This is an optimization exercise on Yosys and OpenROAD, whose aim is small area and a short achievable clock period, not a production implementation.
Only the layout flow was run in this run; the RTL was not checked for function there.

--- config.mk ---
export PLATFORM = sky130hd
export DESIGN_NAME = pst_rx
export DESIGN_NICKNAME = pst_rx
export VERILOG_FILES = /design/flow/design.v
export SDC_FILE = /design/flow/constraint.sdc
export NUM_CORES = 4
export LEC_CHECK = 0
export CAP_MARGIN = 20
export CORE_MARGIN = 2
export CORE_UTILIZATION = 40
export PLACE_DENSITY = 0.6
export SLEW_MARGIN = 20
--- design.v ---
module pst_phy_rx (
    input  wire        clk,
    input  wire        rst,            
    input  wire        in_valid,       
    input  wire [65:0] in_data,        
    input  wire        inv_auto,       
    input  wire        restart,        
    input  wire        lockloss_clr,   
    output reg         out_valid,      
    output reg         out_ctrl,       
    output reg  [63:0] out_data,       
    output reg         locked,         
    output reg         rx_inv,         
    output reg         inv_event,      
    output reg  [31:0] blkerr,         
    output reg  [15:0] lockloss        
);
    localparam [6:0] HUNT_BLOCKS  = 7'd64;   
    localparam [6:0] DROP_ERRORS  = 7'd16;   
    localparam [5:0] INV_BLOCKS   = 6'd32;   
    reg  [65:0] prev_word;     
    reg  [6:0]  boundary;      
    reg  [6:0]  hunt_cnt;      
    reg  [63:0] err_hist;      
    reg  [5:0]  inv_run;       
    reg  [57:0] scr_state;     
    wire [65:0]  word      = in_data ^ {66{rx_inv}};
    wire [131:0] window    = {word, prev_word};
    wire [131:0] shifted   = window >> boundary;
    wire [65:0]  block     = shifted[65:0];
    wire [1:0]   hdr       = {block[0], block[1]};
    wire         hdr_valid = hdr[1] ^ hdr[0];
    wire [63:0]  scrambled = block[65:2];
    wire [121:0] scr_ext = {scrambled, scr_state};
    reg  [63:0]  payload;
    integer j;
    always @(*) begin
        for (j = 0; j < 64; j = j + 1)
            payload[j] = scr_ext[58 + j] ^ scr_ext[19 + j] ^ scr_ext[j];
    end
    wire [63:0] cpl = ~payload;
    wire is_train   = (cpl[7:0] == 8'h01) && (cpl[15:12] == 4'h0) &&
                      (cpl[63:16] == 48'h3C3C_3C3C_3C3C);
    wire is_losidle = (cpl[7:0] == 8'h02) && (cpl[8] == 1'b0);
    wire is_idle    = (cpl[7:0] == 8'h03) && (cpl[63:8] == 56'd0);
    wire is_cpl     = (hdr == 2'b01) && (is_train || is_losidle || is_idle);
    wire [63:0] hist_next = {err_hist[62:0], ~hdr_valid};
    reg  [6:0]  err_count;
    integer k;
    always @(*) begin
        err_count = 7'd0;
        for (k = 0; k < 64; k = k + 1)
            err_count = err_count + {6'd0, hist_next[k]};
    end
    wire [5:0] inv_run_next = (inv_run == INV_BLOCKS) ? INV_BLOCKS : inv_run + 6'd1;
    always @(posedge clk) begin
        if (rst) begin
            prev_word <= 66'd0;
            boundary  <= 7'd0;
            hunt_cnt  <= 7'd0;
            err_hist  <= 64'd0;
            inv_run   <= 6'd0;
            scr_state <= 58'd0;
            out_valid <= 1'b0;
            out_ctrl  <= 1'b0;
            out_data  <= 64'd0;
            locked    <= 1'b0;
            rx_inv    <= 1'b0;
            inv_event <= 1'b0;
            blkerr    <= 32'd0;
            lockloss  <= 16'd0;
        end else begin
            out_valid <= 1'b0;
            inv_event <= 1'b0;
            if (lockloss_clr)
                lockloss <= 16'd0;
            if (in_valid) begin
                prev_word <= word;
                scr_state <= scrambled[63:6];
            end
            if (restart) begin
                rx_inv   <= 1'b0;
                locked   <= 1'b0;
                hunt_cnt <= 7'd0;
                inv_run  <= 6'd0;
            end else if (in_valid) begin
                if (!locked) begin
                    if (hdr_valid) begin
                        if (hunt_cnt + 7'd1 == HUNT_BLOCKS) begin
                            locked   <= 1'b1;
                            hunt_cnt <= 7'd0;
                            err_hist <= 64'd0;
                            inv_run  <= 6'd0;
                        end else begin
                            hunt_cnt <= hunt_cnt + 7'd1;
                        end
                    end else begin
                        hunt_cnt <= 7'd0;
                        boundary <= (boundary == 7'd65) ? 7'd0 : boundary + 7'd1;
                    end
                end else begin
                    err_hist <= hist_next;
                    if (!hdr_valid)
                        blkerr <= blkerr + 32'd1;
                    if (hdr_valid) begin
                        out_valid <= 1'b1;
                        out_ctrl  <= hdr[1];
                        out_data  <= payload;
                    end
                    if (err_count >= DROP_ERRORS) begin
                        locked   <= 1'b0;
                        hunt_cnt <= 7'd0;
                        inv_run  <= 6'd0;
                        if (lockloss != 16'hFFFF || lockloss_clr)
                            lockloss <= lockloss_clr ? 16'd1 : lockloss + 16'd1;
                    end else if (is_cpl) begin
                        inv_run <= inv_run_next;
                        if (inv_auto && inv_run_next == INV_BLOCKS) begin
                            rx_inv    <= 1'b1;
                            inv_event <= 1'b1;
                            locked    <= 1'b0;
                            hunt_cnt  <= 7'd0;
                            inv_run   <= 6'd0;
                        end
                    end else begin
                        inv_run <= 6'd0;
                    end
                end
            end
        end
    end
endmodule
module pst_frame_rx (
    input  wire        clk,
    input  wire        rst,             
    input  wire        blk_valid,       
    input  wire        blk_ctrl,        
    input  wire [63:0] blk_data,        
    input  wire        locked,          
    output reg         fr_sof,          
    output reg         fr_valid,        
    output reg  [63:0] fr_data,
    output reg         fr_end,          
    output reg         fr_good,         
    output reg  [15:0] frame_ok,        
    output reg  [15:0] frame_err        
);
    localparam [7:0] T_OWN  = 8'h10;
    localparam [7:0] T_SOF  = 8'h11;
    localparam [7:0] T_EOF  = 8'h12;
    localparam [7:0] T_MARK = 8'h13;
    reg        run_active;
    reg        run_take;         
    reg [5:0]  run_left;         
    reg        in_frame;
    reg [7:0]  f_type;
    reg [4:0]  f_len;
    reg [5:0]  f_count;          
    reg [31:0] f_crc;            
    function [31:0] crc_bits64;
        input [31:0] crc_in;
        input [63:0] data;
        integer i;
        reg [31:0] c;
        begin
            c = crc_in;
            for (i = 0; i < 64; i = i + 1)
                c = (c[0] ^ data[i]) ? ((c >> 1) ^ 32'hEDB8_8320) : (c >> 1);
            crc_bits64 = c;
        end
    endfunction
    function [31:0] crc_bits56;
        input [31:0] crc_in;
        input [55:0] data;
        integer i;
        reg [31:0] c;
        begin
            c = crc_in;
            for (i = 0; i < 56; i = i + 1)
                c = (c[0] ^ data[i]) ? ((c >> 1) ^ 32'hEDB8_8320) : (c >> 1);
            crc_bits56 = c;
        end
    endfunction
    function type_len_ok;
        input [7:0] t;
        input [4:0] len;
        begin
            case (t)
                8'h01:   type_len_ok = (len == 5'd8);
                8'h02:   type_len_ok = (len == 5'd6);
                8'h03:   type_len_ok = (len == 5'd8);
                8'h04:   type_len_ok = (len >= 5'd1);
                8'h05:   type_len_ok = (len == 5'd3);
                8'h06:   type_len_ok = (len == 5'd0) || (len == 5'd4);
                8'h07:   type_len_ok = (len >= 5'd2);
                default: type_len_ok = 1'b0;
            endcase
        end
    endfunction
    wire [7:0] btype   = blk_data[7:0];
    wire       is_mark = blk_ctrl && (btype == T_MARK);
    wire       is_own  = blk_ctrl && (btype == T_OWN);
    wire       is_sof  = blk_ctrl && (btype == T_SOF);
    wire       is_eof  = blk_ctrl && (btype == T_EOF);
    wire       is_data = !blk_ctrl;
    wire [31:0] crc_sof  = crc_bits56(32'hFFFF_FFFF, blk_data[63:8]);
    wire [31:0] crc_data = crc_bits64(f_crc, blk_data);
    wire [31:0] fcs      = ~f_crc;
    wire        eof_good = (blk_data[39:8] == fcs) && (f_count == {1'b0, f_len}) &&
                           type_len_ok(f_type, f_len);
    wire        in_run_blk = blk_valid && run_active && !is_mark;
    wire        last_blk   = in_run_blk && (run_left == 6'd1);
    always @(posedge clk) begin
        if (rst) begin
            run_active <= 1'b0;
            run_take   <= 1'b0;
            run_left   <= 6'd0;
            in_frame   <= 1'b0;
            f_type     <= 8'd0;
            f_len      <= 5'd0;
            f_count    <= 6'd0;
            f_crc      <= 32'd0;
            fr_sof     <= 1'b0;
            fr_valid   <= 1'b0;
            fr_data    <= 64'd0;
            fr_end     <= 1'b0;
            fr_good    <= 1'b0;
            frame_ok   <= 16'd0;
            frame_err  <= 16'd0;
        end else begin
            fr_sof   <= 1'b0;
            fr_valid <= 1'b0;
            fr_end   <= 1'b0;
            fr_good  <= 1'b0;
            if (!locked) begin
                run_active <= 1'b0;
                run_take   <= 1'b0;
                run_left   <= 6'd0;
                in_frame   <= 1'b0;
                if (in_frame) begin
                    fr_end    <= 1'b1;
                    frame_err <= frame_err + 16'd1;
                end
            end else if (blk_valid && !is_mark) begin
                if (!run_active) begin
                    if (is_own) begin
                        run_active <= (blk_data[21:16] != 6'd0);
                        run_left   <= blk_data[21:16];
                        run_take   <= blk_data[24];
                    end
                end else begin
                    run_left <= run_left - 6'd1;
                    if (run_left == 6'd1)
                        run_active <= 1'b0;
                    if (run_take) begin
                        if (!in_frame) begin
                            if (is_sof) begin
                                fr_sof  <= 1'b1;
                                fr_data <= blk_data;
                                f_type  <= blk_data[15:8];
                                f_len   <= blk_data[20:16];
                                f_count <= 6'd0;
                                f_crc   <= crc_sof;
                                in_frame <= !last_blk;
                                if (last_blk) begin
                                    fr_end    <= 1'b1;
                                    frame_err <= frame_err + 16'd1;
                                end
                            end
                        end else begin
                            if (is_data) begin
                                fr_valid <= 1'b1;
                                fr_data  <= blk_data;
                                f_crc    <= crc_data;
                                if (f_count != 6'd32)
                                    f_count <= f_count + 6'd1;
                                if (last_blk) begin
                                    in_frame  <= 1'b0;
                                    fr_end    <= 1'b1;
                                    frame_err <= frame_err + 16'd1;
                                end
                            end else if (is_eof) begin
                                in_frame <= 1'b0;
                                fr_end   <= 1'b1;
                                fr_good  <= eof_good;
                                if (eof_good)
                                    frame_ok  <= frame_ok + 16'd1;
                                else
                                    frame_err <= frame_err + 16'd1;
                            end else begin
                                in_frame  <= 1'b0;
                                fr_end    <= 1'b1;
                                frame_err <= frame_err + 16'd1;
                            end
                        end
                    end
                end
            end
        end
    end
endmodule
module pst_rx (
    input  wire        clk,
    input  wire        rst,            
    input  wire        in_valid,       
    input  wire [65:0] in_data,        
    input  wire        inv_auto,       
    input  wire        restart,        
    input  wire        lockloss_clr,   
    output wire        blk_valid,
    output wire        blk_ctrl,
    output wire [63:0] blk_data,
    output wire        locked,
    output wire        rx_inv,
    output wire        inv_event,
    output wire [31:0] blkerr,
    output wire [15:0] lockloss,
    output wire        fr_sof,
    output wire        fr_valid,
    output wire [63:0] fr_data,
    output wire        fr_end,
    output wire        fr_good,
    output wire [15:0] frame_ok,
    output wire [15:0] frame_err
);
    pst_phy_rx u_phy (
        .clk(clk), .rst(rst), .in_valid(in_valid), .in_data(in_data),
        .inv_auto(inv_auto), .restart(restart), .lockloss_clr(lockloss_clr),
        .out_valid(blk_valid), .out_ctrl(blk_ctrl), .out_data(blk_data),
        .locked(locked), .rx_inv(rx_inv), .inv_event(inv_event),
        .blkerr(blkerr), .lockloss(lockloss));
    pst_frame_rx u_frame (
        .clk(clk), .rst(rst),
        .blk_valid(blk_valid), .blk_ctrl(blk_ctrl), .blk_data(blk_data),
        .locked(locked),
        .fr_sof(fr_sof), .fr_valid(fr_valid), .fr_data(fr_data),
        .fr_end(fr_end), .fr_good(fr_good),
        .frame_ok(frame_ok), .frame_err(frame_err));
endmodule
--- run.sh ---
#!/bin/bash
# synth_recipe.tcl (not shown) runs the flow's synth.tcl, then flattens the netlist and writes it again
# the make line also repeats each setting of config.mk as NAME=value (left out here)
make -C /OpenROAD-flow-scripts/flow DESIGN_CONFIG=/design/flow/config.mk WORK_HOME=/design/flow/orfs CLKGATE_MAP_FILE= SYNTH_SCRIPT=/design/flow/synth_recipe.tcl finish
--- constraint.sdc ---
create_clock -name core_clock -period 13.0 [get_ports {clk}]
set_input_delay 2.6000 -clock core_clock [delete_from_list [all_inputs] [get_ports {clk}]]
set_output_delay 2.6000 -clock core_clock [all_outputs]
set_load 0.01 [all_outputs]
==> run notes <==
worst min-delay path by stage:
stage / to / slack (ps) / depth (start not counted)
2_1_floorplan: u_frame.f_type[6] / 430 / 2
3_3_place_gp: u_frame.f_type[6] / 440 / 2
6_report: u_frame.fr_data[32] / 450 / 2
3_5_place_dp: u_frame.f_type[3] / 440 / 2
5_1_grt: u_frame.fr_data[9] / 470 / 2
4_1_cts: u_frame.f_type[3] / 450 / 2
layout by cell type (no fill, tap or decap), types with 49 or more instances in the layout:
cell             count
xnor2_1            760
nand3_1             49
nand2_1            414
xnor3_1            162
nor3_1              68
mux4_2             188
a21oi_1            276
clkdlybuf4s50_1    286
buf_4              111
fa_1                54
clkbuf_16           57
mux2i_1            175
o21ai_0             74
nor2_1             557
xor2_1             316
inv_1              124
a211oi_1           194
dfxtp_1            476
kinds of logic after synthesis:
logic type / after synthesis
AOI/OAI and AO/OA: 757
xor gates and xnor gates: 1352
buffers and inverters: 454
DFF: 484
and+or+nand+nor: 1269
adders and majority gates: 84
muxes: 409
area by class of cell:
class / count / area [µm²]
Timing Repair Buffer: 401 / 3760
Tap cell: 1500 / 1880
Clock inverter: 29 / 469
Inverter: 131 / 495
Clock buffer: 78 / 1650
Multi-Input combinational cell: 3871 / 33800
Sequential cell: 484 / 9710
Fill cell: 10800 / 60600
cell usage after synthesis (33+ instances only):
cell type / instances
o22ai_1: 45
mux4_2: 188
buf_1: 64
nand2_1: 414
a21oi_1: 276
nand4_1: 33
mux2i_1: 175
xnor3_1: 162
nand3_1: 49
a211oi_1: 194
xor2_1: 316
dfxtp_1: 484
inv_1: 126
mux2_2: 46
xnor2_1: 760
xnor2_2: 35
nor2_1: 560
nor3_1: 69
o21ai_0: 74
clkbuf_1: 225
fa_1: 54
flip-flops by register name, indices dropped and copies added, names as in the netlist, 5 cells and up:
signal / count
u_phy.prev_word: 66
u_frame.fr_data: 64
u_phy.out_data: 64
u_phy.err_hist: 63
u_phy.scr_state: 58
u_frame.f_crc: 32
u_phy.blkerr: 32
u_frame.frame_err: 16
u_frame.frame_ok: 16
u_phy.lockloss: 16
u_frame.f_type: 8
u_phy.boundary: 7
u_phy.hunt_cnt: 7
u_frame.f_count: 6
u_frame.run_left: 6
u_phy.inv_run: 6
u_frame.f_len: 5
through the flow:
stage / hold WS (ps)
after floorplan: 431
after global placement: 440
after detailed placement: 444
after CTS: 453
after global routing: 468
final: 451
critical path: cells and delay by family:
kind | cells | cell delay, ps
XOR/XNOR | 1 | 280
adder cells (fa/ha/maj) | 12 | 5260
AND/OR/NAND/NOR | 9 | 1680
AO/OA/AOI/OAI | 5 | 1260
multiplexers | 3 | 770
buffers and inverters | 5 | 1000
per-layer routing:
metal	vias to the layer above	wire length [µm]	share of wire (%)	global-route usage [%]
li1	17000	-	-	-
met1	18300	70600	42	38.2
met2	1660	73600	44	43.6
met3	378	13500	8.1	5.27
met4	10	8910	5.3	12.6
met5	-	65	0.039	0
==> impl_results.md <==
- CP dominant cell by count: fa_1
- Max Fanout on Critical Path: 5
- CP startpoint kind: input pin
- Outcome: complete, no violations
- Vias in the first global route: 36,000
- Initial Util: 40.2%
- Layout cells sized above 1: 11.5%
- Inserted Diodes: 0
- HPWL Detailed: 128,000 µm
- Hold WC Path Type: flip-flop to flip-flop
- Crit path from: in_data[59]
- Critical path class: input pin to flip-flop
- Largest net degree at the start of global routing: 151
- TNS Setup: 0 ps
- CTS root buf: clkbuf_16
- Post-route cell area: 51,800 µm²
- Avg Synthesized Cell Area: 9.40 µm²
- IO Count: 289
- EDFF count, synth: 0
- Final WL: 167,000 µm
- RSZ-0062 raised after global routing: no
- Pre-CTS WS: 171 ps
- Hold Buf Count CTS: 0
- Start of the worst register-to-register path: u_phy.boundary[0]
- Grt total ovfl: 0
- Area leader, netlist: dfxtp_1
- Max incr delay on CP: 650 ps
- Max Freq: 81.5 MHz
- Core footprint: 112,000 µm²
- Post-Synth Simple-Gate Area: 12.1%
- Final Setup Violations: 0
- Clock sink total: 484
- Post-Syn Instances: 4,809
- Worst-skew pair later-pin latency: 690 ps
- Final std cells w/o fill: 6,494
- Combinational family with the most area after synthesis: XOR/XNOR gates
- Ys async rst share: 0%
- CTS max path bufs: 3
- GRT Resource Usage Total: 28.1%
- RR Endpoint: u_phy.lockloss[9]
- Port bufs: 288
- Layout Skew: 48.6 ps
- Post-synthesis compound-gate area fraction: 10.8%
- Hold Crit Start: u_frame.fr_data[32]
- Nets@finish: 5,102
- First DRT Iteration DRCs: 4,057
- Chip height: 340 µm
- Slew headroom: 19.7%
- Yosys top cell area share: 21.4%
- Final worst path period share: 94.4%
- Synth top area cells: dfxtp_1 21%, xnor2_1 15%, mux4_2 9.4%
- Final slew viol count: 0
- Post_cts resized: 0
- Gpl congestion: 1.05
- Crit. End Element: flip-flop
- Width of the chip: 340 µm
- Placed Cells incl. Taps: 6,387
- Postcts setup bufs: 0
- Slew @ Worst Pin: 1200 ps
- R2R depth: 35
- Crit path DAT: 12,870 ps
- Post-synth top flop: dfxtp_1
- XOR/XNOR Fraction of Synth Area: 34.2%
- Antenna Violating Nets Remaining: 0
- Seq cells post-synth: 484
- Clock slew at reported path FFs: 60 ps
- # DRC: 0
- Syn_nets: 4,965
- Critical-path top delay cell: o21ai_0
- Seq/Total Area, Yosys: 21.4%
- Die ar.: 116,000 µm²
- Area growth syn-to-layout: 14.5%
- First-pass GRT wire length: 246,000 µm
- Adder-Cell Fraction of Synth Area: 3.22%
- Vias/cell: 5.75
- Reg2reg setup slack: 1630 ps
- Setup slack after layout: 725 ps
- Required @ worst endpoint: 13,600 ps
- Initial antenna violation count: 7
- Unique masters post-synth: 80
- First-pass DRT Iterations: 6
- Row count: 123
- CTS Buf Count: 57
- Post-synthesis cell area: 45,200 µm²
- Yosys warns: 2
- Final Hold Violating Endpoints: 0
- Wire per inst: 25.7 µm
- Max_cap viols: 0
- Via count: 37,400
- Crit path to: u_phy.lockloss[9]
- Utilization after layout: 46.1%
- Crit path time final: 12,280 ps
- Post-synthesis mux area share: 14.4%
- # H-tree levels: 2
- CTS tree: built
- Post-Place Cell Area: 49,700 µm²

-- static timing again, ports no longer ideal --
How much do the figures lean on ideal ports? The routed layout below was timed once more, with nothing changed but the port constraints.
Step 1, drivers: a clkbuf_16 drives clk and a buf_2 each remaining input, both assumed.
Step 2 moves the port delays by t, midway between the first and last clock arrival at a register: inputs arrive t later, outputs are due t later. That takes back most of the time a late clock gives input paths.
Slacks: no drivers / after step 1 / after step 2; pairs: no drivers / after step 1.
shift t [ns]: 0.725
slack for setup (ns): 0.725 / 0.772 / 0.047
hold slack, ns: 0.451 / 0.451 / 0.451
pins driven straight from the clock port: 1
After both steps setup and hold are still met in this run. For this run, drivers alone change the setup slack by +0.047 ns; drivers and shift together by -0.678 ns.
